From an optimization exercise on the open Yosys and OpenROAD flow, aimed at small area, a short achievable clock period and few clock cycles; shortcuts taken in it are not production practice.
At most, simulation tests tie the RTL to the original design; equivalence was not proved.

## old
==> module dsl_cmac, before the edit <==
module dsl_cmac (
    input  wire         clk,
    input  wire         rst_n,         
    input  wire         key_load,
    input  wire [127:0] key,
    input  wire         in_valid,
    output wire         in_ready,
    input  wire [31:0]  in_data,
    input  wire         in_last,
    input  wire [1:0]   in_nbytes,     
    output reg          tag_valid,
    output wire [127:0] tag
);
    reg  [127:0] key_r;         
    reg          kz;            
    reg  [127:0] k1n;           
    reg  [127:0] aes_st;        
    reg  [127:0] rk;            
    reg  [3:0]   rnd;           
    reg          kmode;         
    reg          waitx;         
    reg          cur_last;      
    reg  [95:0]  buf_w;
    reg  [1:0]   bcnt;          
    reg          bpad;          
    reg          bpad80;        
    reg          bvirt;         
    reg          blast;         
    reg          bkey;          
    reg          c_mix;         
    reg          c_shift;       
    reg          c_hold;        
    reg          c_rk;          
    reg          c_buf;         
    reg          c_ks_key;      
    reg          c_ks_rk;       
    reg          c_kfin;        
    reg  [7:0]   rcon;          
    wire bfull3 = (bcnt == 2'd3);
    assign in_ready = bfull3 ? (c_buf && !bvirt) : !bpad;
    assign tag      = aes_st;
    wire take     = in_valid && in_ready;
    wire take_buf = take && !bfull3;
    wire load     = c_buf && (bvirt || in_valid);
    reg [31:0] wport;           
    always @* begin
        wport = in_data;
        if (in_last) begin
            case (in_nbytes)
                2'd0: wport = {in_data[31:24], 8'h80, 16'h0};
                2'd1: wport = {in_data[31:16], 8'h80, 8'h0};
                2'd2: wport = {in_data[31:8],  8'h80};
                default: wport = in_data;
            endcase
        end
    end
    wire [31:0] wpadw = {bpad80, 31'd0};                     
    reg  [31:0] kword;          
    always @* begin
        case (bcnt)
            2'd0: kword = key_r[127:96];
            2'd1: kword = key_r[95:64];
            default: kword = key_r[63:32];
        endcase
        if (kz)
            kword = 32'd0;
    end
    wire [31:0] kword3 = kz ? 32'd0 : key_r[31:0];
    wire [31:0]  w3     = (bvirt ? wpadw : wport) ^ kword3;
    wire         last3  = bvirt ? blast : in_last;
    wire         whole3 = !bvirt && (in_nbytes == 2'd3);   
    wire [127:0] k1     = ~k1n;
    wire [127:0] k2     = {k1[126:0], 1'b0} ^ (k1[127] ? 128'h87 : 128'h0);
    wire [127:0] bufop  = {buf_w, w3} ^ (last3 ? (whole3 ? k1 : k2) : 128'h0);
    wire [127:0] shifted, mixed_n;
    aes_round u_rd (.state_in(aes_st), .round_key(rk), .shifted(shifted), .mixed_n(mixed_n));
    wire [127:0] opb = (c_rk ? rk : 128'h0) ^ (load ? bufop : 128'h0);
    wire [127:0] oth = (c_shift ? shifted : 128'h0) | (c_hold ? aes_st : 128'h0);
    wire [127:0] oth_n, st_next;
    genvar gi;
    generate
        for (gi = 0; gi < 128; gi = gi + 1) begin : g_st
            cm_xnor2 u_x (.a(oth[gi]), .b(opb[gi]), .y(oth_n[gi]));
            cm_mux2i u_a (.a(oth_n[gi]), .b(mixed_n[gi]), .s(c_mix), .y(st_next[gi]));
        end
    endgenerate
    wire [127:0] rk_next;
    wire [127:0] ks_in = (c_ks_key ? key_r : 128'h0) | (c_ks_rk ? rk : 128'h0);
    aes_key_step u_ks (.key_in(ks_in), .rcon(rcon), .key_out(rk_next));
    wire [127:0] l_out = ~oth_n;
    wire [127:0] l_dbl = {l_out[126:0], 1'b0} ^ (l_out[127] ? 128'h87 : 128'h0);
    wire fin     = c_shift;     
    wire running = c_rk;        
    wire restart = key_load || !rst_n;    
    reg  [3:0] n_rnd;
    reg        n_kz, n_kmode, n_waitx, n_cur_last;
    reg  [1:0] n_bcnt;
    reg        n_bpad, n_bpad80, n_bvirt, n_blast, n_bkey;
    always @* begin
        n_kz    = key_load ? 1'b0 : kz;
        n_kmode = load ? bkey : (fin ? 1'b0 : kmode);
        n_rnd   = load ? 4'd1 : ((fin || !running) ? 4'd0 : rnd + 4'd1);
        n_cur_last = load ? last3 : cur_last;
        n_waitx = (fin && !cur_last && !kmode && !load) ? 1'b1 : (load ? 1'b0 : waitx);
        n_bcnt   = bcnt;
        n_bpad   = bpad;
        n_bpad80 = bpad80;
        n_bvirt  = bvirt;
        n_blast  = blast;
        n_bkey   = bkey;
        if (load) begin
            n_bcnt  = 2'd0;
            n_bvirt = 1'b0;
            n_blast = 1'b0;
            n_bkey  = 1'b0;
        end else if (take_buf || bpad) begin
            n_bcnt = bcnt + 2'd1;
            if (bcnt == 2'd2)
                n_bpad = 1'b0;
            else if (take_buf && in_last)
                n_bpad = 1'b1;
            n_bpad80 = take_buf && in_last && (in_nbytes == 2'd3);
            if (take_buf && in_last) begin
                n_bvirt = 1'b1;
                n_blast = 1'b1;
            end
        end
        if (restart) begin
            n_rnd = 4'd0;  n_kmode = 1'b0;  n_waitx = 1'b0;  n_cur_last = 1'b0;
            n_bcnt = 2'd0; n_bpad = 1'b1;   n_bpad80 = 1'b0; n_bvirt = 1'b1;
            n_blast = 1'b0; n_bkey = 1'b1;
        end
        if (!rst_n)
            n_kz = 1'b1;
    end
    wire n_fin     = (n_rnd == 4'd10);
    wire n_running = (n_rnd != 4'd0);
    wire n_ready   = (n_bcnt == 2'd3);
    wire n_ld_idle = !n_running && n_ready;
    wire n_ld_fin  = n_fin && !n_cur_last && !n_kmode && n_ready;
    wire n_load    = n_ld_idle || n_ld_fin;
    reg  [7:0] n_rcon;
    always @* begin
        case (n_load ? 4'd1 : n_rnd + 4'd1)
            4'd1:  n_rcon = 8'h01;
            4'd2:  n_rcon = 8'h02;
            4'd3:  n_rcon = 8'h04;
            4'd4:  n_rcon = 8'h08;
            4'd5:  n_rcon = 8'h10;
            4'd6:  n_rcon = 8'h20;
            4'd7:  n_rcon = 8'h40;
            4'd8:  n_rcon = 8'h80;
            4'd9:  n_rcon = 8'h1b;
            4'd10: n_rcon = 8'h36;
            default: n_rcon = 8'h00;
        endcase
    end
    always @(posedge clk) begin
        if (take_buf || bpad)
            buf_w <= {buf_w[63:0], (bpad ? wpadw : wport) ^ kword};
        aes_st <= st_next;
        rk     <= rk_next;
        if (c_kfin)
            k1n <= ~l_dbl;
    end
    always @(posedge clk) begin
        rnd      <= n_rnd;
        kz       <= n_kz;
        kmode    <= n_kmode;
        waitx    <= n_waitx;
        cur_last <= n_cur_last;
        bcnt     <= n_bcnt;
        bpad     <= n_bpad;
        bpad80   <= n_bpad80;
        bvirt    <= n_bvirt;
        blast    <= n_blast;
        bkey     <= n_bkey;
        c_mix    <= n_running && !n_fin;
        c_shift  <= n_fin;
        c_hold   <= n_waitx && !n_running;
        c_rk     <= n_running;
        c_buf    <= n_load;
        c_ks_key <= n_load && !n_kz;
        c_ks_rk  <= !n_load;
        c_kfin   <= n_fin && n_kmode;
        rcon     <= n_rcon;
        if (key_load)
            key_r <= key;
        if (!rst_n)
            tag_valid <= 1'b0;
        else
            tag_valid <= fin && cur_last && !kmode;
    end
endmodule
clock: 10.0 ns
lec_check: 0
cap_margin: 20
core_margin: 2
core_utilization: 40
cts_buf_list: sky130_fd_sc_hd__clkbuf_8 sky130_fd_sc_hd__clkbuf_16
cts_cluster_diameter: 100
cts_cluster_size: 20
place_density: 0.55
setup_slack_margin: 5.0
slew_margin: 20
synth_hierarchical: 1
synth_minimum_keep_size: 0
standard.sh (not shown) runs the stock make flow with config.mk's settings and CLKGATE_MAP_FILE= SYNTH_SCRIPT=/design/flow/synth_recipe.tcl, a recipe that flattens the netlist after the stock synthesis.
==> flow/flow/run.sh <==
#!/bin/bash
set -eu -o pipefail
bash standard.sh synth > synth.log 2>&1
bash standard.sh "BUFFER_PORTS_ARGS=-buffer_cell sky130_fd_sc_hd__buf_1" finish > layout.log 2>&1
old finished end to end and its layout was clean on timing, DRC and antenna.
Modified inputs, new compared to old
-- flow/design.v --
<<< old, line 269
    reg  [127:0] key_r;         
    reg          kz;            
    reg  [127:0] k1n;           
    reg  [127:0] aes_st;        
    reg  [127:0] rk;            
>>> new, line 269
    reg  [127:0] key_r;         
    reg          kz;            
    reg  [127:0] k1;            
    reg  [127:0] aes_st;        
    reg  [127:0] rk;            
<<< old, line 291
    reg          c_ks_rk;       
    reg          c_kfin;        
    reg  [7:0]   rcon;          
    wire bfull3 = (bcnt == 2'd3);
>>> new, line 291
    reg          c_ks_rk;       
    reg          c_kfin;        
    reg          c_kl;          
    reg  [7:0]   rcon;          
    wire bfull3 = (bcnt == 2'd3);
<<< old, line 325
    wire         last3  = bvirt ? blast : in_last;
    wire         whole3 = !bvirt && (in_nbytes == 2'd3);   
    wire [127:0] k1     = ~k1n;
    wire [127:0] k2     = {k1[126:0], 1'b0} ^ (k1[127] ? 128'h87 : 128'h0);
    wire [127:0] bufop  = {buf_w, w3} ^ (last3 ? (whole3 ? k1 : k2) : 128'h0);
>>> new, line 326
    wire         last3  = bvirt ? blast : in_last;
    wire         whole3 = !bvirt && (in_nbytes == 2'd3);   
    wire [127:0] k2     = {k1[126:0], 1'b0} ^ (k1[127] ? 128'h87 : 128'h0);
    wire [127:0] bufop  = {buf_w, w3} ^ (last3 ? (whole3 ? k1 : k2) : 128'h0);
<<< old, line 343
    wire [127:0] ks_in = (c_ks_key ? key_r : 128'h0) | (c_ks_rk ? rk : 128'h0);
    aes_key_step u_ks (.key_in(ks_in), .rcon(rcon), .key_out(rk_next));
    wire [127:0] l_out = ~oth_n;
    wire [127:0] l_dbl = {l_out[126:0], 1'b0} ^ (l_out[127] ? 128'h87 : 128'h0);
    wire fin     = c_shift;     
    wire running = c_rk;        
>>> new, line 343
    wire [127:0] ks_in = (c_ks_key ? key_r : 128'h0) | (c_ks_rk ? rk : 128'h0);
    aes_key_step u_ks (.key_in(ks_in), .rcon(rcon), .key_out(rk_next));
    wire [127:0] l_dbl = {aes_st[126:0], 1'b0} ^ (aes_st[127] ? 128'h87 : 128'h0);
    wire fin     = c_shift;     
    wire running = c_rk;        
<<< old, line 392
    wire n_running = (n_rnd != 4'd0);
    wire n_ready   = (n_bcnt == 2'd3);
    wire n_ld_idle = !n_running && n_ready;
    wire n_ld_fin  = n_fin && !n_cur_last && !n_kmode && n_ready;
    wire n_load    = n_ld_idle || n_ld_fin;
>>> new, line 391
    wire n_running = (n_rnd != 4'd0);
    wire n_ready   = (n_bcnt == 2'd3);
    wire n_ld_idle = !n_running && n_ready && !c_kfin;
    wire n_ld_fin  = n_fin && !n_cur_last && !n_kmode && n_ready;
    wire n_load    = n_ld_idle || n_ld_fin;
<<< old, line 416
        aes_st <= st_next;
        rk     <= rk_next;
        if (c_kfin)
            k1n <= ~l_dbl;
    end
    always @(posedge clk) begin
>>> new, line 415
        aes_st <= st_next;
        rk     <= rk_next;
        if (c_kl)
            k1 <= l_dbl;
    end
    always @(posedge clk) begin
<<< old, line 439
        c_ks_rk  <= !n_load;
        c_kfin   <= n_fin && n_kmode;
        rcon     <= n_rcon;
        if (key_load)
>>> new, line 438
        c_ks_rk  <= !n_load;
        c_kfin   <= n_fin && n_kmode;
        c_kl     <= c_kfin && !restart;
        rcon     <= n_rcon;
        if (key_load)
Results
Going from old to new, storage element area barely changed; timing-limited maximum frequency climbed 2.4 MHz; number of flip-flops and latches in the synthesized netlist barely changed; number of buffers other than clock buffers in the final layout dropped about 1.3%.
new: worst-case hold slack is 9.1 ps lower than what old reported.
Testbench counts of new, summed over its fixed seeds: cycles 77,494.
Function not checked in old: the RTL went through the layout flow alone.

==> what the ideal ports hide <==
How much do the figures lean on ideal ports? The routed layouts below were timed once more, with nothing changed but the port constraints.
Step 1, drivers: a clkbuf_16 drives clk and a buf_2 each remaining input, both assumed.
Step 2 adds t to the input delays and takes it off the output delays; t is the mean of the earliest and latest rising clock arrival at the registers after step 1. Input paths then give back, and output paths get back, about the clock's delay inside the block.
Three values: ideal ports, drivers, drivers and shift; two values: the first two.
run | t (ns) | setup WS [ns] | worst hold slack (ns) | latest minus earliest clock arrival (ns) | slew at the worst register clock pin (ns)
old | 0.744 | 5.077 / 5.077 / 4.523 | 0.454 / 0.454 / 0.454 | 0.071 / 0.071 | 0.10 / 0.10
new | 0.711 | 5.135 / 5.135 / 4.474 | 0.445 / 0.445 / 0.445 | 0.044 / 0.044 | 0.10 / 0.10
After both steps every run listed still meets setup and hold. For new, which loses most, drivers alone change the setup slack by 0.000 ns; drivers and shift together by -0.661 ns.
